What follows belongs to an exercise in optimizing a design on an open flow for small area; a production flow would make more cautious choices.
Only simulation tests tie the RTL to the original design; equivalence was not proved.
No activity file was given, so power comes from the tool's default toggle rates.

--- config.mk ---
export PLATFORM = sky130hd
export DESIGN_NAME = cle_eval
export DESIGN_NICKNAME = cle_eval
export VERILOG_FILES = /design/flow/design.v
export SDC_FILE = /design/flow/constraint.sdc
export NUM_CORES = 8
export LEC_CHECK = 0
export CAP_MARGIN = 0
export CORE_AREA = 2.5 2.5 467.5 157.5
export DIE_AREA = 0 0 470 160
export SETUP_SLACK_MARGIN = 0.2
export SLEW_MARGIN = 0
--- constraint.sdc ---
create_clock -name core_clock -period 12.5 [get_ports {clk}]
set_input_delay 2.5000 -clock core_clock [delete_from_list [all_inputs] [get_ports {clk}]]
set_output_delay 2.5000 -clock core_clock [all_outputs]
set_load 0.01 [all_outputs]
--- design.v ---
module cle_eval (
    input  wire               clk,
    input  wire               rst,
    input  wire               start,
    output wire               ready,
    output reg                done,
    input  wire signed [31:0] y,
    input  wire signed [31:0] sp,
    input  wire signed [31:0] f,
    input  wire signed [31:0] kp,
    input  wire signed [31:0] ki,
    input  wire signed [31:0] kd,
    input  wire signed [31:0] kff,
    input  wire        [19:0] shift,
    input  wire signed [31:0] umin,
    input  wire signed [31:0] umax,
    input  wire               first,
    input  wire               held,
    input  wire               blocked,
    input  wire               bump,
    input  wire signed [63:0] iacc,
    input  wire        [4:0]  shi_last,
    input  wire signed [31:0] yprev,
    input  wire signed [31:0] u_last,
    output reg  signed [31:0] e_o,
    output reg  signed [63:0] p_o,
    output reg  signed [63:0] i_o,
    output reg  signed [63:0] d_o,
    output reg  signed [63:0] ff_o,
    output reg  signed [63:0] raw_o,
    output wire signed [31:0] u_o,
    output reg  signed [63:0] iacc_o,
    output reg         [4:0]  shi_o,
    output wire               sat_o
);
    reg        busy;
    reg  [5:0] cyc;
    assign ready = ~busy;
    wire accept = start & ~busy;
    reg         dy32;
    reg  [31:0] umn, umx;
    reg  [4:0]  shi;
    reg         r_held, r_blocked, r_bump;
    reg  [63:0] t;
    reg         ge, le, mm;
    wire [4:0] shp     = p_o[4:0];
    wire [4:0] shd     = p_o[9:5];
    wire [4:0] shf     = p_o[14:10];
    wire       r_first = p_o[15];
    assign u_o   = ge ? (le ? raw_o[31:0] : umx) : (mm ? umx : umn);
    assign sat_o = ~(ge & le);
    wire op1  = busy & (cyc == 6'd1);
    wire op2  = busy & (cyc == 6'd2);
    wire m_ki = busy & (cyc[5:2] == 4'd1);      
    wire m_kf = busy & (cyc[5:2] == 4'd2);      
    wire m_kd = busy & (cyc[5:2] == 4'd3);      
    wire m_kp = busy & (cyc[5:2] == 4'd4);      
    wire op20 = busy & (cyc == 6'd20);
    wire op21 = busy & (cyc == 6'd21);
    wire op22 = busy & (cyc == 6'd22);
    wire op23 = busy & (cyc == 6'd23);
    wire op24 = busy & (cyc == 6'd24);
    wire op25 = busy & (cyc == 6'd25);
    wire op26 = busy & (cyc == 6'd26);
    wire op27 = busy & (cyc == 6'd27);
    wire op28 = busy & (cyc == 6'd28);
    wire op29 = busy & (cyc == 6'd29);
    wire op30 = busy & (cyc == 6'd30);
    wire op31 = busy & (cyc == 6'd31);
    wire op32 = busy & (cyc == 6'd32);
    wire op33 = busy & (cyc == 6'd33);
    wire mul  = m_ki | m_kp | m_kf | m_kd;
    wire [1:0] mc = cyc[1:0];
    wire m_first = mul & (mc == 2'd0);
    wire m_last  = mul & (mc == 2'd3);
    wire up = shi > shi_o;
    wire dn = shi < shi_o;
    wire [5:0] ncyc  = accept ? 6'd1 : (cyc + 6'd1);
    wire       nbusy = ~rst & (accept | (busy & (cyc != 6'd33)));
    wire n_ki = nbusy & (ncyc[5:2] == 4'd1);
    wire n_kf = nbusy & (ncyc[5:2] == 4'd2);
    wire n_kd = nbusy & (ncyc[5:2] == 4'd3);
    wire n_kp = nbusy & (ncyc[5:2] == 4'd4);
    wire n_mul   = n_ki | n_kf | n_kd | n_kp;
    wire n_mlast = n_mul & (ncyc[1:0] == 2'd3);
    wire n_op25  = nbusy & (ncyc == 6'd25);
    wire n_op26  = nbusy & (ncyc == 6'd26);
    wire [4:0] nmsh = n_kp ? shp : n_kf ? shf : n_kd ? shd : 5'd0;
    reg  [4:0] nsamt;
    reg        nsleft, nsright;
    always @* begin
        nsamt = 5'd0; nsleft = 1'b0; nsright = 1'b0;
        if (n_mlast) begin
            nsright = 1'b1; nsamt = nmsh;
        end else if (n_op25) begin
            if (r_bump)  begin nsleft  = 1'b1; nsamt = shi; end
            else if (up) begin nsleft  = 1'b1; nsamt = shi - shi_o; end
            else if (dn) begin nsright = 1'b1; nsamt = shi_o - shi; end
        end else if (n_op26) begin
            nsright = 1'b1; nsamt = shi;
        end
    end
    wire [4:0] nmm1  = nmsh - 5'd1;
    wire       nminj = n_mul & (nmsh != 5'd0) & (ncyc[1:0] == ~nmm1[4:3]);
    reg  [4:0] samt, sm1;
    reg        sleft, sright, rcen;
    reg  [7:0] xinj;
    always @(posedge clk) begin
        samt   <= nsamt;
        sm1    <= nsamt - 5'd1;
        sleft  <= nsleft;
        sright <= nsright;
        rcen   <= (n_op25 | n_op26) & nsright & (nsamt != 5'd0);
        xinj   <= nminj ? (8'd1 << nmm1[2:0]) : 8'd0;
    end
    wire [63:0] rc = rcen ? (64'd1 << sm1) : 64'd0;
    function [17:0] alu_ctl;
        input [5:0] c;
        input       b;
        input       bmp;
        reg o1, o2, o20, o21, o22, o23, o24, o25, o26, o27, o28, o29, o30, o31, o32, o33;
        reg ml, mf;
        begin
            o1  = b & (c == 6'd1);  o2  = b & (c == 6'd2);
            o20 = b & (c == 6'd20); o21 = b & (c == 6'd21); o22 = b & (c == 6'd22);
            o23 = b & (c == 6'd23); o24 = b & (c == 6'd24); o25 = b & (c == 6'd25);
            o26 = b & (c == 6'd26); o27 = b & (c == 6'd27); o28 = b & (c == 6'd28);
            o29 = b & (c == 6'd29); o30 = b & (c == 6'd30); o31 = b & (c == 6'd31);
            o32 = b & (c == 6'd32); o33 = b & (c == 6'd33);
            ml  = b & (c[5:2] != 4'd0) & (c[5:2] <= 4'd4);
            mf  = ml & (c[1:0] == 2'd0);
            alu_ctl = {
                o1,                                                
                o2,                                                
                o21 | o28 | o29 | o30 | o31 | o33,                 
                o22 | o23 | o24 | (o25 & bmp) | o26 | o27,         
                (o25 & ~bmp) | o32,                                
                ml & ~mf,                                          
                mf,                                                
                o1 | o2,                                           
                o20 | o30,                                         
                o21 | o31,                                         
                o22 | o27,                                         
                o23 | o28,                                         
                o24 | o29,                                         
                o32,                                               
                o1 | o2 | o21 | o22 | o23 | o24 | o30 | o31,       
                o1 | o2 | o22 | o23 | o24 | o30,                   
                o22 | o23 | o24 | o25 | o26 | o27 | o28 | o29 | o32,  
                o1                                                 
            };
        end
    endfunction
    reg xs_e, xs_dlo, xs_t, xs_i, xs_io, xs_t8, xs_x0;
    reg ys_rlo, ys_umn, ys_umx, ys_p, ys_d, ys_f, ys_raw, inv, cin0, sat64m, sat32m;
    always @(posedge clk)
        {xs_e, xs_dlo, xs_t, xs_i, xs_io, xs_t8, xs_x0,
         ys_rlo, ys_umn, ys_umx, ys_p, ys_d, ys_f, ys_raw, inv, cin0, sat64m, sat32m}
            <= alu_ctl(ncyc, nbusy, r_bump);
    localparam [63:0] X0 = 64'hFFFF_FF55_5555_5600;
    wire [63:0] x =
          ({64{xs_e}}   & {{32{e_o[31]}}, e_o})
        | ({64{xs_dlo}} & {{32{d_o[31]}}, d_o[31:0]})
        | ({64{xs_t}}   & t)
        | ({64{xs_io}}  & iacc_o)
        | ({64{xs_i}}   & i_o)
        | ({64{xs_t8}}  & {t[55:0], 8'd0})
        | ({64{xs_x0}}  & X0)
        | {56'd0, xinj};
    wire [63:0] yraw =
          ({64{ys_rlo}} & {{32{raw_o[31]}}, raw_o[31:0]})
        | ({64{ys_umn}} & {{32{umn[31]}}, umn})
        | ({64{ys_umx}} & {{32{umx[31]}}, umx})
        | ({64{ys_p}}   & p_o)
        | ({64{ys_d}}   & d_o)
        | ({64{ys_f}}   & ff_o)
        | ({64{ys_raw}} & raw_o)
        | rc;
    wire [63:0] yv = yraw ^ {64{inv}};
    wire [31:0] nbsrc = ({32{n_ki}} & raw_o[63:32]) | ({32{n_kp}} & p_o[63:32])
                      | ({32{n_kf}} & ff_o[63:32]) | ({32{n_kd}} & d_o[63:32]);
    reg  [8:0] nbdig;
    always @* begin
        case (ncyc[1:0])
            2'd0:    nbdig = {nbsrc[31:24], nbsrc[23]};
            2'd1:    nbdig = {nbsrc[23:16], nbsrc[15]};
            2'd2:    nbdig = {nbsrc[15:8],  nbsrc[7]};
            default: nbdig = {nbsrc[7:0],   1'b0};
        endcase
    end
    reg  [3:0] negb, one, two;
    reg        mulq, sa_e, sa_f, sa_d;
    integer bm;
    always @(posedge clk) begin
        for (bm = 0; bm < 4; bm = bm + 1) begin
            negb[bm] <= nbdig[2*bm+2];
            one[bm]  <= nbdig[2*bm+1] ^ nbdig[2*bm];
            two[bm]  <= (nbdig[2*bm+2] & ~nbdig[2*bm+1] & ~nbdig[2*bm]) | (~nbdig[2*bm+2] & nbdig[2*bm+1] & nbdig[2*bm]);
        end
        mulq <= n_mul;
        sa_e <= n_ki | n_kp;
        sa_f <= n_kf;
        sa_d <= n_kd & ~p_o[15];
    end
    wire [32:0] asrc = ({33{sa_e}} & {e_o[31], e_o})
                     | ({33{sa_f}} & {ff_o[31], ff_o[31:0]})
                     | ({33{sa_d}} & {dy32, d_o[31:0]});
    wire [33:0] a1 = {asrc[32], asrc};
    wire [33:0] a2 = {asrc, 1'b0};
    wire [33:0] urow0, urow1, urow2, urow3;
    genvar gm;
    generate
        for (gm = 0; gm < 4; gm = gm + 1) begin : bo
            wire [33:0] row = (({34{one[gm]}} & a1) | ({34{two[gm]}} & a2)) ^ {34{negb[gm]}};
            wire [33:0] ur  = {~row[33] & mulq, row[32:0]};
        end
    endgenerate
    assign urow0 = bo[0].ur;
    assign urow1 = bo[1].ur;
    assign urow2 = bo[2].ur;
    assign urow3 = bo[3].ur;
    wire hs1 = urow0[4] ^ urow1[2];
    wire hc2 = urow0[4] & urow1[2];
    wire hs3 = urow0[5] ^ urow1[3];
    wire hc4 = urow0[5] & urow1[3];
    wire fs5 = urow0[6] ^ urow1[4] ^ urow2[2];
    wire fc6 = (urow0[6] & urow1[4]) | (urow0[6] & urow2[2]) | (urow1[4] & urow2[2]);
    wire hs7 = urow3[0] ^ negb[3];
    wire hc8 = urow3[0] & negb[3];
    wire fs9 = urow0[7] ^ urow1[5] ^ urow2[3];
    wire fc10 = (urow0[7] & urow1[5]) | (urow0[7] & urow2[3]) | (urow1[5] & urow2[3]);
    wire hs11 = urow3[1] ^ x[7];
    wire hc12 = urow3[1] & x[7];
    wire fs13 = urow0[8] ^ urow1[6] ^ urow2[4];
    wire fc14 = (urow0[8] & urow1[6]) | (urow0[8] & urow2[4]) | (urow1[6] & urow2[4]);
    wire hs15 = urow3[2] ^ x[8];
    wire hc16 = urow3[2] & x[8];
    wire fs17 = urow0[9] ^ urow1[7] ^ urow2[5];
    wire fc18 = (urow0[9] & urow1[7]) | (urow0[9] & urow2[5]) | (urow1[7] & urow2[5]);
    wire hs19 = urow3[3] ^ x[9];
    wire hc20 = urow3[3] & x[9];
    wire fs21 = urow0[10] ^ urow1[8] ^ urow2[6];
    wire fc22 = (urow0[10] & urow1[8]) | (urow0[10] & urow2[6]) | (urow1[8] & urow2[6]);
    wire hs23 = urow3[4] ^ x[10];
    wire hc24 = urow3[4] & x[10];
    wire fs25 = urow0[11] ^ urow1[9] ^ urow2[7];
    wire fc26 = (urow0[11] & urow1[9]) | (urow0[11] & urow2[7]) | (urow1[9] & urow2[7]);
    wire hs27 = urow3[5] ^ x[11];
    wire hc28 = urow3[5] & x[11];
    wire fs29 = urow0[12] ^ urow1[10] ^ urow2[8];
    wire fc30 = (urow0[12] & urow1[10]) | (urow0[12] & urow2[8]) | (urow1[10] & urow2[8]);
    wire hs31 = urow3[6] ^ x[12];
    wire hc32 = urow3[6] & x[12];
    wire fs33 = urow0[13] ^ urow1[11] ^ urow2[9];
    wire fc34 = (urow0[13] & urow1[11]) | (urow0[13] & urow2[9]) | (urow1[11] & urow2[9]);
    wire hs35 = urow3[7] ^ x[13];
    wire hc36 = urow3[7] & x[13];
    wire fs37 = urow0[14] ^ urow1[12] ^ urow2[10];
    wire fc38 = (urow0[14] & urow1[12]) | (urow0[14] & urow2[10]) | (urow1[12] & urow2[10]);
    wire hs39 = urow3[8] ^ x[14];
    wire hc40 = urow3[8] & x[14];
    wire fs41 = urow0[15] ^ urow1[13] ^ urow2[11];
    wire fc42 = (urow0[15] & urow1[13]) | (urow0[15] & urow2[11]) | (urow1[13] & urow2[11]);
    wire hs43 = urow3[9] ^ x[15];
    wire hc44 = urow3[9] & x[15];
    wire fs45 = urow0[16] ^ urow1[14] ^ urow2[12];
    wire fc46 = (urow0[16] & urow1[14]) | (urow0[16] & urow2[12]) | (urow1[14] & urow2[12]);
    wire hs47 = urow3[10] ^ x[16];
    wire hc48 = urow3[10] & x[16];
    wire fs49 = urow0[17] ^ urow1[15] ^ urow2[13];
    wire fc50 = (urow0[17] & urow1[15]) | (urow0[17] & urow2[13]) | (urow1[15] & urow2[13]);
    wire hs51 = urow3[11] ^ x[17];
    wire hc52 = urow3[11] & x[17];
    wire fs53 = urow0[18] ^ urow1[16] ^ urow2[14];
    wire fc54 = (urow0[18] & urow1[16]) | (urow0[18] & urow2[14]) | (urow1[16] & urow2[14]);
    wire hs55 = urow3[12] ^ x[18];
    wire hc56 = urow3[12] & x[18];
    wire fs57 = urow0[19] ^ urow1[17] ^ urow2[15];
    wire fc58 = (urow0[19] & urow1[17]) | (urow0[19] & urow2[15]) | (urow1[17] & urow2[15]);
    wire hs59 = urow3[13] ^ x[19];
    wire hc60 = urow3[13] & x[19];
    wire fs61 = urow0[20] ^ urow1[18] ^ urow2[16];
    wire fc62 = (urow0[20] & urow1[18]) | (urow0[20] & urow2[16]) | (urow1[18] & urow2[16]);
    wire hs63 = urow3[14] ^ x[20];
    wire hc64 = urow3[14] & x[20];
    wire fs65 = urow0[21] ^ urow1[19] ^ urow2[17];
    wire fc66 = (urow0[21] & urow1[19]) | (urow0[21] & urow2[17]) | (urow1[19] & urow2[17]);
    wire hs67 = urow3[15] ^ x[21];
    wire hc68 = urow3[15] & x[21];
    wire fs69 = urow0[22] ^ urow1[20] ^ urow2[18];
    wire fc70 = (urow0[22] & urow1[20]) | (urow0[22] & urow2[18]) | (urow1[20] & urow2[18]);
    wire hs71 = urow3[16] ^ x[22];
    wire hc72 = urow3[16] & x[22];
    wire fs73 = urow0[23] ^ urow1[21] ^ urow2[19];
    wire fc74 = (urow0[23] & urow1[21]) | (urow0[23] & urow2[19]) | (urow1[21] & urow2[19]);
    wire hs75 = urow3[17] ^ x[23];
    wire hc76 = urow3[17] & x[23];
    wire fs77 = urow0[24] ^ urow1[22] ^ urow2[20];
    wire fc78 = (urow0[24] & urow1[22]) | (urow0[24] & urow2[20]) | (urow1[22] & urow2[20]);
    wire hs79 = urow3[18] ^ x[24];
    wire hc80 = urow3[18] & x[24];
    wire fs81 = urow0[25] ^ urow1[23] ^ urow2[21];
    wire fc82 = (urow0[25] & urow1[23]) | (urow0[25] & urow2[21]) | (urow1[23] & urow2[21]);
    wire hs83 = urow3[19] ^ x[25];
    wire hc84 = urow3[19] & x[25];
    wire fs85 = urow0[26] ^ urow1[24] ^ urow2[22];
    wire fc86 = (urow0[26] & urow1[24]) | (urow0[26] & urow2[22]) | (urow1[24] & urow2[22]);
    wire hs87 = urow3[20] ^ x[26];
    wire hc88 = urow3[20] & x[26];
    wire fs89 = urow0[27] ^ urow1[25] ^ urow2[23];
    wire fc90 = (urow0[27] & urow1[25]) | (urow0[27] & urow2[23]) | (urow1[25] & urow2[23]);
    wire hs91 = urow3[21] ^ x[27];
    wire hc92 = urow3[21] & x[27];
    wire fs93 = urow0[28] ^ urow1[26] ^ urow2[24];
    wire fc94 = (urow0[28] & urow1[26]) | (urow0[28] & urow2[24]) | (urow1[26] & urow2[24]);
    wire hs95 = urow3[22] ^ x[28];
    wire hc96 = urow3[22] & x[28];
    wire fs97 = urow0[29] ^ urow1[27] ^ urow2[25];
    wire fc98 = (urow0[29] & urow1[27]) | (urow0[29] & urow2[25]) | (urow1[27] & urow2[25]);
    wire hs99 = urow3[23] ^ x[29];
    wire hc100 = urow3[23] & x[29];
    wire fs101 = urow0[30] ^ urow1[28] ^ urow2[26];
    wire fc102 = (urow0[30] & urow1[28]) | (urow0[30] & urow2[26]) | (urow1[28] & urow2[26]);
    wire hs103 = urow3[24] ^ x[30];
    wire hc104 = urow3[24] & x[30];
    wire fs105 = urow0[31] ^ urow1[29] ^ urow2[27];
    wire fc106 = (urow0[31] & urow1[29]) | (urow0[31] & urow2[27]) | (urow1[29] & urow2[27]);
    wire hs107 = urow3[25] ^ x[31];
    wire hc108 = urow3[25] & x[31];
    wire fs109 = urow0[32] ^ urow1[30] ^ urow2[28];
    wire fc110 = (urow0[32] & urow1[30]) | (urow0[32] & urow2[28]) | (urow1[30] & urow2[28]);
    wire hs111 = urow3[26] ^ x[32];
    wire hc112 = urow3[26] & x[32];
    wire fs113 = urow0[33] ^ urow1[31] ^ urow2[29];
    wire fc114 = (urow0[33] & urow1[31]) | (urow0[33] & urow2[29]) | (urow1[31] & urow2[29]);
    wire hs115 = urow3[27] ^ x[33];
    wire hc116 = urow3[27] & x[33];
    wire fs117 = urow1[32] ^ urow2[30] ^ urow3[28];
    wire fc118 = (urow1[32] & urow2[30]) | (urow1[32] & urow3[28]) | (urow2[30] & urow3[28]);
    wire hs119 = urow1[33] ^ urow2[31];
    wire hc120 = urow1[33] & urow2[31];
    wire hs121 = urow0[2] ^ urow1[0];
    wire hc122 = urow0[2] & urow1[0];
    wire hs123 = urow0[3] ^ urow1[1];
    wire hc124 = urow0[3] & urow1[1];
    wire fs125 = urow2[0] ^ negb[2] ^ x[4];
    wire fc126 = (urow2[0] & negb[2]) | (urow2[0] & x[4]) | (negb[2] & x[4]);
    wire fs127 = urow2[1] ^ x[5] ^ hs3;
    wire fc128 = (urow2[1] & x[5]) | (urow2[1] & hs3) | (x[5] & hs3);
    wire fs129 = x[6] ^ fs5 ^ hs7;
    wire fc130 = (x[6] & fs5) | (x[6] & hs7) | (fs5 & hs7);
    wire fs131 = fs9 ^ hs11 ^ fc6;
    wire fc132 = (fs9 & hs11) | (fs9 & fc6) | (hs11 & fc6);
    wire fs133 = fs13 ^ hs15 ^ fc10;
    wire fc134 = (fs13 & hs15) | (fs13 & fc10) | (hs15 & fc10);
    wire fs135 = fs17 ^ hs19 ^ fc14;
    wire fc136 = (fs17 & hs19) | (fs17 & fc14) | (hs19 & fc14);
    wire fs137 = fs21 ^ hs23 ^ fc18;
    wire fc138 = (fs21 & hs23) | (fs21 & fc18) | (hs23 & fc18);
    wire fs139 = fs25 ^ hs27 ^ fc22;
    wire fc140 = (fs25 & hs27) | (fs25 & fc22) | (hs27 & fc22);
    wire fs141 = fs29 ^ hs31 ^ fc26;
    wire fc142 = (fs29 & hs31) | (fs29 & fc26) | (hs31 & fc26);
    wire fs143 = fs33 ^ hs35 ^ fc30;
    wire fc144 = (fs33 & hs35) | (fs33 & fc30) | (hs35 & fc30);
    wire fs145 = fs37 ^ hs39 ^ fc34;
    wire fc146 = (fs37 & hs39) | (fs37 & fc34) | (hs39 & fc34);
    wire fs147 = fs41 ^ hs43 ^ fc38;
    wire fc148 = (fs41 & hs43) | (fs41 & fc38) | (hs43 & fc38);
    wire fs149 = fs45 ^ hs47 ^ fc42;
    wire fc150 = (fs45 & hs47) | (fs45 & fc42) | (hs47 & fc42);
    wire fs151 = fs49 ^ hs51 ^ fc46;
    wire fc152 = (fs49 & hs51) | (fs49 & fc46) | (hs51 & fc46);
    wire fs153 = fs53 ^ hs55 ^ fc50;
    wire fc154 = (fs53 & hs55) | (fs53 & fc50) | (hs55 & fc50);
    wire fs155 = fs57 ^ hs59 ^ fc54;
    wire fc156 = (fs57 & hs59) | (fs57 & fc54) | (hs59 & fc54);
    wire fs157 = fs61 ^ hs63 ^ fc58;
    wire fc158 = (fs61 & hs63) | (fs61 & fc58) | (hs63 & fc58);
    wire fs159 = fs65 ^ hs67 ^ fc62;
    wire fc160 = (fs65 & hs67) | (fs65 & fc62) | (hs67 & fc62);
    wire fs161 = fs69 ^ hs71 ^ fc66;
    wire fc162 = (fs69 & hs71) | (fs69 & fc66) | (hs71 & fc66);
    wire fs163 = fs73 ^ hs75 ^ fc70;
    wire fc164 = (fs73 & hs75) | (fs73 & fc70) | (hs75 & fc70);
    wire fs165 = fs77 ^ hs79 ^ fc74;
    wire fc166 = (fs77 & hs79) | (fs77 & fc74) | (hs79 & fc74);
    wire fs167 = fs81 ^ hs83 ^ fc78;
    wire fc168 = (fs81 & hs83) | (fs81 & fc78) | (hs83 & fc78);
    wire fs169 = fs85 ^ hs87 ^ fc82;
    wire fc170 = (fs85 & hs87) | (fs85 & fc82) | (hs87 & fc82);
    wire fs171 = fs89 ^ hs91 ^ fc86;
    wire fc172 = (fs89 & hs91) | (fs89 & fc86) | (hs91 & fc86);
    wire fs173 = fs93 ^ hs95 ^ fc90;
    wire fc174 = (fs93 & hs95) | (fs93 & fc90) | (hs95 & fc90);
    wire fs175 = fs97 ^ hs99 ^ fc94;
    wire fc176 = (fs97 & hs99) | (fs97 & fc94) | (hs99 & fc94);
    wire fs177 = fs101 ^ hs103 ^ fc98;
    wire fc178 = (fs101 & hs103) | (fs101 & fc98) | (hs103 & fc98);
    wire fs179 = fs105 ^ hs107 ^ fc102;
    wire fc180 = (fs105 & hs107) | (fs105 & fc102) | (hs107 & fc102);
    wire fs181 = fs109 ^ hs111 ^ fc106;
    wire fc182 = (fs109 & hs111) | (fs109 & fc106) | (hs111 & fc106);
    wire fs183 = fs113 ^ hs115 ^ fc110;
    wire fc184 = (fs113 & hs115) | (fs113 & fc110) | (hs115 & fc110);
    wire fs185 = x[34] ^ fs117 ^ fc114;
    wire fc186 = (x[34] & fs117) | (x[34] & fc114) | (fs117 & fc114);
    wire fs187 = urow3[29] ^ x[35] ^ hs119;
    wire fc188 = (urow3[29] & x[35]) | (urow3[29] & hs119) | (x[35] & hs119);
    wire fs189 = urow2[32] ^ urow3[30] ^ x[36];
    wire fc190 = (urow2[32] & urow3[30]) | (urow2[32] & x[36]) | (urow3[30] & x[36]);
    wire hs191 = urow2[33] ^ urow3[31];
    wire hc192 = urow2[33] & urow3[31];
    wire hs193 = negb[1] ^ x[2];
    wire hc194 = negb[1] & x[2];
    wire fs195 = x[3] ^ hs123 ^ hc122;
    wire fc196 = (x[3] & hs123) | (x[3] & hc122) | (hs123 & hc122);
    wire fs197 = hs1 ^ fs125 ^ hc124;
    wire fc198 = (hs1 & fs125) | (hs1 & hc124) | (fs125 & hc124);
    wire fs199 = hc2 ^ fs127 ^ fc126;
    wire fc200 = (hc2 & fs127) | (hc2 & fc126) | (fs127 & fc126);
    wire fs201 = hc4 ^ fs129 ^ fc128;
    wire fc202 = (hc4 & fs129) | (hc4 & fc128) | (fs129 & fc128);
    wire fs203 = hc8 ^ fs131 ^ fc130;
    wire fc204 = (hc8 & fs131) | (hc8 & fc130) | (fs131 & fc130);
    wire fs205 = hc12 ^ fs133 ^ fc132;
    wire fc206 = (hc12 & fs133) | (hc12 & fc132) | (fs133 & fc132);
    wire fs207 = hc16 ^ fs135 ^ fc134;
    wire fc208 = (hc16 & fs135) | (hc16 & fc134) | (fs135 & fc134);
    wire fs209 = hc20 ^ fs137 ^ fc136;
    wire fc210 = (hc20 & fs137) | (hc20 & fc136) | (fs137 & fc136);
    wire fs211 = hc24 ^ fs139 ^ fc138;
    wire fc212 = (hc24 & fs139) | (hc24 & fc138) | (fs139 & fc138);
    wire fs213 = hc28 ^ fs141 ^ fc140;
    wire fc214 = (hc28 & fs141) | (hc28 & fc140) | (fs141 & fc140);
    wire fs215 = hc32 ^ fs143 ^ fc142;
    wire fc216 = (hc32 & fs143) | (hc32 & fc142) | (fs143 & fc142);
    wire fs217 = hc36 ^ fs145 ^ fc144;
    wire fc218 = (hc36 & fs145) | (hc36 & fc144) | (fs145 & fc144);
    wire fs219 = hc40 ^ fs147 ^ fc146;
    wire fc220 = (hc40 & fs147) | (hc40 & fc146) | (fs147 & fc146);
    wire fs221 = hc44 ^ fs149 ^ fc148;
    wire fc222 = (hc44 & fs149) | (hc44 & fc148) | (fs149 & fc148);
    wire fs223 = hc48 ^ fs151 ^ fc150;
    wire fc224 = (hc48 & fs151) | (hc48 & fc150) | (fs151 & fc150);
    wire fs225 = hc52 ^ fs153 ^ fc152;
    wire fc226 = (hc52 & fs153) | (hc52 & fc152) | (fs153 & fc152);
    wire fs227 = hc56 ^ fs155 ^ fc154;
    wire fc228 = (hc56 & fs155) | (hc56 & fc154) | (fs155 & fc154);
    wire fs229 = hc60 ^ fs157 ^ fc156;
    wire fc230 = (hc60 & fs157) | (hc60 & fc156) | (fs157 & fc156);
    wire fs231 = hc64 ^ fs159 ^ fc158;
    wire fc232 = (hc64 & fs159) | (hc64 & fc158) | (fs159 & fc158);
    wire fs233 = hc68 ^ fs161 ^ fc160;
    wire fc234 = (hc68 & fs161) | (hc68 & fc160) | (fs161 & fc160);
    wire fs235 = hc72 ^ fs163 ^ fc162;
    wire fc236 = (hc72 & fs163) | (hc72 & fc162) | (fs163 & fc162);
    wire fs237 = hc76 ^ fs165 ^ fc164;
    wire fc238 = (hc76 & fs165) | (hc76 & fc164) | (fs165 & fc164);
    wire fs239 = hc80 ^ fs167 ^ fc166;
    wire fc240 = (hc80 & fs167) | (hc80 & fc166) | (fs167 & fc166);
    wire fs241 = hc84 ^ fs169 ^ fc168;
    wire fc242 = (hc84 & fs169) | (hc84 & fc168) | (fs169 & fc168);
    wire fs243 = hc88 ^ fs171 ^ fc170;
    wire fc244 = (hc88 & fs171) | (hc88 & fc170) | (fs171 & fc170);
    wire fs245 = hc92 ^ fs173 ^ fc172;
    wire fc246 = (hc92 & fs173) | (hc92 & fc172) | (fs173 & fc172);
    wire fs247 = hc96 ^ fs175 ^ fc174;
    wire fc248 = (hc96 & fs175) | (hc96 & fc174) | (fs175 & fc174);
    wire fs249 = hc100 ^ fs177 ^ fc176;
    wire fc250 = (hc100 & fs177) | (hc100 & fc176) | (fs177 & fc176);
    wire fs251 = hc104 ^ fs179 ^ fc178;
    wire fc252 = (hc104 & fs179) | (hc104 & fc178) | (fs179 & fc178);
    wire fs253 = hc108 ^ fs181 ^ fc180;
    wire fc254 = (hc108 & fs181) | (hc108 & fc180) | (fs181 & fc180);
    wire fs255 = hc112 ^ fs183 ^ fc182;
    wire fc256 = (hc112 & fs183) | (hc112 & fc182) | (fs183 & fc182);
    wire fs257 = hc116 ^ fs185 ^ fc184;
    wire fc258 = (hc116 & fs185) | (hc116 & fc184) | (fs185 & fc184);
    wire fs259 = fc118 ^ fs187 ^ fc186;
    wire fc260 = (fc118 & fs187) | (fc118 & fc186) | (fs187 & fc186);
    wire fs261 = hc120 ^ fs189 ^ fc188;
    wire fc262 = (hc120 & fs189) | (hc120 & fc188) | (fs189 & fc188);
    wire fs263 = x[37] ^ hs191 ^ fc190;
    wire fc264 = (x[37] & hs191) | (x[37] & fc190) | (hs191 & fc190);
    wire fs265 = urow3[32] ^ x[38] ^ hc192;
    wire fc266 = (urow3[32] & x[38]) | (urow3[32] & hc192) | (x[38] & hc192);
    wire hs267 = urow3[33] ^ x[39];
    wire hc268 = urow3[33] & x[39];
    wire [63:0] cs_s = {x[63], x[62], x[61], x[60], x[59], x[58], x[57], x[56], x[55], x[54], x[53], x[52], x[51], x[50], x[49], x[48], x[47], x[46], x[45], x[44], x[43], x[42], x[41], x[40], hs267, fs265, fs263, fs261, fs259, fs257, fs255, fs253, fs251, fs249, fs247, fs245, fs243, fs241, fs239, fs237, fs235, fs233, fs231, fs229, fs227, fs225, fs223, fs221, fs219, fs217, fs215, fs213, fs211, fs209, fs207, fs205, fs203, fs201, fs199, fs197, fs195, hs193, x[1], x[0]};
    wire [63:0] cs_c = {1'b0, 1'b0, 1'b0, 1'b0, 1'b0, 1'b0, 1'b0, 1'b0, 1'b0, 1'b0, 1'b0, 1'b0, 1'b0, 1'b0, 1'b0, 1'b0, 1'b0, 1'b0, 1'b0, 1'b0, 1'b0, 1'b0, 1'b0, hc268, fc266, fc264, fc262, fc260, fc258, fc256, fc254, fc252, fc250, fc248, fc246, fc244, fc242, fc240, fc238, fc236, fc234, fc232, fc230, fc228, fc226, fc224, fc222, fc220, fc218, fc216, fc214, fc212, fc210, fc208, fc206, fc204, fc202, fc200, fc198, fc196, hc194, hs121, urow0[1], urow0[0]};
    wire [63:0] ca = cs_s;
    wire [63:0] cb = cs_c | yv;
    wire        cin = cin0 | negb[0];
    wire [63:0] ag = ca & cb;
    wire [63:0] ap = ca ^ cb;
    wire [64:0] ac;
    wire [15:0] grg, grp;        
    wire [3:0]  blg, blp;        
    wire [4:0]  bc;              
    assign bc[0] = cin;
    genvar gi, gj;
    generate
        for (gi = 0; gi < 16; gi = gi + 1) begin : grp4
            assign grg[gi] = ag[4*gi+3] | (ap[4*gi+3] & ag[4*gi+2]) | (ap[4*gi+3] & ap[4*gi+2] & ag[4*gi+1])
                           | (ap[4*gi+3] & ap[4*gi+2] & ap[4*gi+1] & ag[4*gi]);
            assign grp[gi] = &ap[4*gi+3:4*gi];
        end
        for (gi = 0; gi < 4; gi = gi + 1) begin : blk
            assign blg[gi] = grg[4*gi+3] | (grp[4*gi+3] & grg[4*gi+2]) | (grp[4*gi+3] & grp[4*gi+2] & grg[4*gi+1])
                           | (grp[4*gi+3] & grp[4*gi+2] & grp[4*gi+1] & grg[4*gi]);
            assign blp[gi] = &grp[4*gi+3:4*gi];
            assign bc[gi+1] = blg[gi] | (blp[gi] & bc[gi]);
            assign ac[16*gi] = bc[gi];
            for (gj = 1; gj < 4; gj = gj + 1) begin : gc
                assign ac[16*gi+4*gj] = grg[4*gi+gj-1] | (grp[4*gi+gj-1] & ac[16*gi+4*gj-4]);
            end
        end
        for (gi = 0; gi < 16; gi = gi + 1) begin : bits
            for (gj = 1; gj < 4; gj = gj + 1) begin : bc3
                assign ac[4*gi+gj] = ag[4*gi+gj-1] | (ap[4*gi+gj-1] & ac[4*gi+gj-1]);
            end
        end
    endgenerate
    assign ac[64] = bc[4];
    wire [63:0] sum = ap ^ ac[63:0];
    wire        sum64 = ca[63] ^ cb[63] ^ ac[64];    
    reg lovf;
    integer k;
    always @* begin
        lovf = 1'b0;
        for (k = 1; k < 32; k = k + 1)
            if (samt >= k) lovf = lovf | (x[63-k] ^ x[63]);
        lovf = lovf & sleft;
    end
    wire ovf64 = ac[64] ^ ac[63];
    wire ovf32 = sum[32] ^ sum[31];
    wire force64 = (sat64m & ovf64) | lovf;
    wire fneg    = lovf ? x[63] : sum64;
    reg  [63:0] sv;
    always @* begin
        if (force64)            sv = fneg ? 64'h8000_0000_0000_0000 : 64'h7FFF_FFFF_FFFF_FFFF;
        else if (sat32m & ovf32)   sv = sum[32] ? 64'hFFFF_FFFF_8000_0000 : 64'h0000_0000_7FFF_FFFF;
        else                    sv = sum[63:0];
    end
    wire        lmode = sleft & (samt != 5'd0) & ~lovf;
    wire [4:0]  amt   = lmode ? (5'd0 - samt) : ((sright & ~lovf) ? samt : 5'd0);
    wire [94:0] w0    = lmode ? {sv[62:0], 32'd0} : {{31{sv[63]}}, sv};
    wire [78:0] w4    = amt[4] ? w0[94:16] : w0[78:0];
    wire [70:0] w3    = amt[3] ? w4[78:8]  : w4[70:0];
    wire [66:0] w2    = amt[2] ? w3[70:4]  : w3[66:0];
    wire [64:0] w1    = amt[1] ? w2[66:2]  : w2[64:0];
    wire [63:0] r     = amt[0] ? w1[64:1]  : w1[63:0];
    wire sgn = sum64;
    always @(posedge clk) begin
        if (rst) begin
            busy <= 1'b0;
            done <= 1'b0;
        end else begin
            done <= 1'b0;
            if (accept) begin
                busy <= 1'b1;
                cyc  <= 6'd1;
            end else if (busy) begin
                cyc <= cyc + 6'd1;
                if (cyc == 6'd33) begin
                    busy <= 1'b0;
                    done <= 1'b1;
                end
            end
        end
    end
    wire we_p   = m_last & m_kp;
    wire we_d   = m_last & m_kd;
    wire we_dlo = we_d | op2;
    wire we_f   = m_last & m_kf;
    wire we_raw = (m_last & m_ki) | op33;
    wire we_i   = op22 | op23 | op24 | op25 | op26;
    wire we_io  = (op25 & ~r_held) | (op32 & ~r_held & ge & le & ~r_blocked);
    wire we_t   = (mul & ~m_last) | op20 | op27 | op28 | op29;
    wire we_sho = op32 & ~r_held;
    always @(posedge clk) begin
        e_o        <= ({32{accept}} & sp)       | ({32{op1}}    & r[31:0])  | ({32{~accept & ~op1}}    & e_o);
        p_o        <= ({64{accept}} & {kp, 16'd0, first, shift[19:15], shift[14:10], shift[4:0]})
                                                | ({64{we_p}}   & r)        | ({64{~accept & ~we_p}}   & p_o);
        d_o[63:32] <= ({32{accept}} & kd)       | ({32{we_d}}   & r[63:32]) | ({32{~accept & ~we_d}}   & d_o[63:32]);
        d_o[31:0]  <= ({32{accept}} & yprev)    | ({32{we_dlo}} & r[31:0])  | ({32{~accept & ~we_dlo}} & d_o[31:0]);
        ff_o       <= ({64{accept}} & {kff, f}) | ({64{we_f}}   & r)        | ({64{~accept & ~we_f}}   & ff_o);
        raw_o      <= ({64{accept}} & {ki, y})  | ({64{we_raw}} & r)        | ({64{~accept & ~we_raw}} & raw_o);
        i_o        <= ({64{accept}} & {{32{u_last[31]}}, u_last})
                                                | ({64{we_i}}   & r)        | ({64{~accept & ~we_i}}   & i_o);
        iacc_o     <= ({64{accept}} & iacc)     | ({64{we_io}}  & r)        | ({64{~accept & ~we_io}}  & iacc_o);
        shi_o      <= ({5{accept}}  & shi_last) | ({5{we_sho}}  & shi)      | ({5{~accept & ~we_sho}}  & shi_o);
    end
    always @(posedge clk) begin
        if (accept) begin
            umn <= umin;
            umx <= umax;
            shi <= shift[9:5];
            r_held <= held; r_blocked <= blocked; r_bump <= bump;
        end
        if (op2)   dy32 <= r[32];
        if (we_t)  t  <= r;
        if (op21)  mm <= ~sgn;
        if (op30)  ge <= ~sgn;
        if (op31)  le <= sgn;
    end
endmodule
--- flow/run.sh ---
#!/bin/bash
set -euo pipefail
W=$(pwd)
# ORFS's synth.tcl, with ABC's script replaced
sed 's#^source \$::env(SCRIPTS_DIR)/synth_preamble.tcl$#&\nset abc_args [list -script '"$W"'/flow/abc_area.script {*}$lib_args {*}$lib_dont_use_args -constr $::env(OBJECTS_DIR)/abc.constr]#' \
    "$FLOW_HOME/scripts/synth.tcl" > "$W/flow_synth_main.tcl"
grep -q 'flow/abc_area.script' "$W/flow_synth_main.tcl"
# The standard flow's synthesis script, sourcing the modified synth.tcl
sed 's#^source \$::env(SCRIPTS_DIR)/synth.tcl$#source '"$W"'/flow_synth_main.tcl#' "$W/synth_recipe.tcl" > "$W/flow_synth.tcl"
grep -q 'flow_synth_main.tcl' "$W/flow_synth.tcl"
bash "$W/standard.sh" "SYNTH_SCRIPT=$W/flow_synth.tcl" \
    "BUFFER_PORTS_ARGS=-buffer_cell sky130_fd_sc_hd__buf_1" finish > "$W/flow_make.log" 2>&1
--- flow/abc_area.script ---
strash
dch
map -D 9000
buffer -c
topo
upsize -c -D 9000
dnsize -c -D 9000
stime -c
--- standard.sh ---
#!/bin/bash
# synth_recipe.tcl (not shown) runs the flow's synth.tcl, then flattens the netlist and writes it again
# the make line also repeats each setting of config.mk as NAME=value (left out here)
make -C /OpenROAD-flow-scripts/flow DESIGN_CONFIG=/design/flow/config.mk WORK_HOME=/design/flow/orfs CLKGATE_MAP_FILE= SYNTH_SCRIPT=/design/flow/synth_recipe.tcl "${@:-finish}"
==> run notes <==
## how the worst max path moves through the flow
| stage | start | end | slack, ps | depth (start not counted) |
|---|---|---|---|---|
| after floorplan | sa_d | raw_o[29] | 3120 | 63 |
| after global placement | sa_f | ff_o[33] | 1170 | 63 |
| after detailed placement | sa_f | raw_o[31] | 930 | 64 |
| after CTS | sa_d | raw_o[31] | 890 | 64 |
## metrics by stage
stage	area, um2	hold slack [ps]
after floorplan	43150	413.5
after CTS	50840	501.3
after detailed placement	49010	485.8
after global placement	49010	467.0
## power by group through the flow
stage	combinational, mW	sequential [mW]	clock, mW
4_1_cts	9.16	2.82	1.81
3_5_place_dp	9.09	2.85	0
3_3_place_gp	8.98	2.85	0
2_1_floorplan	3.73	2.77	0
## cells by family after synthesis
| kind of cell | after synthesis |
|---|---|
| xor gates and xnor gates | 203 |
| buffers and inverters | 1070 |
| adders and majority gates | 266 |
| AOI/OAI and AO/OA | 1915 |
| DFF | 623 |
| muxes | 27 |
| and+or+nand+nor | 1644 |
## layer usage
metal | GRT overflow | track usage (%)
met5 | 1 | 47.39
met4 | 0 | 45.94
met3 | 5 | 65.21
met2 | 1 | 79.41
met1 | 6 | 79.92
==> out/metrics.yaml <==
cts:
  cts_buffers: 51
  cts.sinks: 623
  root_buffer: "clkbuf_16"
  post-cts-setup-buffer-count: 0
  postCtsHoldBufs: 0
  cts-resized-gates: 0
  htree_levels: 2
  cts_buffer_depth: 3
yosys:
  yosys-top-cells-count: "nand2_1, a22oi_1, o21ai_0"
  synthXorXnorAreaFrac_pct: 4.120
  syn_inst: 5748
  synth-compound-area-share_pct: 28.08
  synth.avg_cell_area_um2: 7.507
  synthAdderAreaFrac_pct: 10.27
  yosysSeqAreaShare_pct: 32.29
  synth_top_family_by_area: "compound AO/OA/AOI/OAI gates"
  ys_ff_latch: 623
  yosysMostFrequentCell: "nand2_1"
  synth_largest_area_cell: "dfxtp_1"
  ys_warn_count: 1
  synth_fp_nets: 6462
  synth_top_area_share_pct: 22.13
  syn-cell-area_um2: 43150
  ys.flop_type: "dfxtp_1"
  synth_edf_count: 146
  synth_cell_types: 50
  ys_top_cells_by_area: "dfxtp_1, a22oi_1, edfxtp_1"
  synth-simple-area-share_pct: 15.30
  synthArstFlopShare_pct: 0
  synthMuxAreaShare_pct: 0.6263
run_status:
  outcome: "aborted with a tool error"
  tool.error: "[ERROR GRT-0116] Global routing finished with congestion. Check the congestion regions in the DRC Viewer."
  lastStage: "5_1_grt"
global_routing:
  grt_use_total_pct: 71.20
  grt_max_degree: 128
  grt-ovfl-total: 13
  grt_pass1_wl_um: 385400
  grt_pass1_vias: 54765
die:
  die_w_um: 470
  initial_core_util_pct: 60.98
  rows: 56
  io_pins: 904
  fp.dieH_um: 160
placed_design:
  dp_hpwl_um: 215700
  post-place-ws_ps: 926.8
  io_buffer_count: 903
  place_inst: 7496
  gp_congestion: 1.467
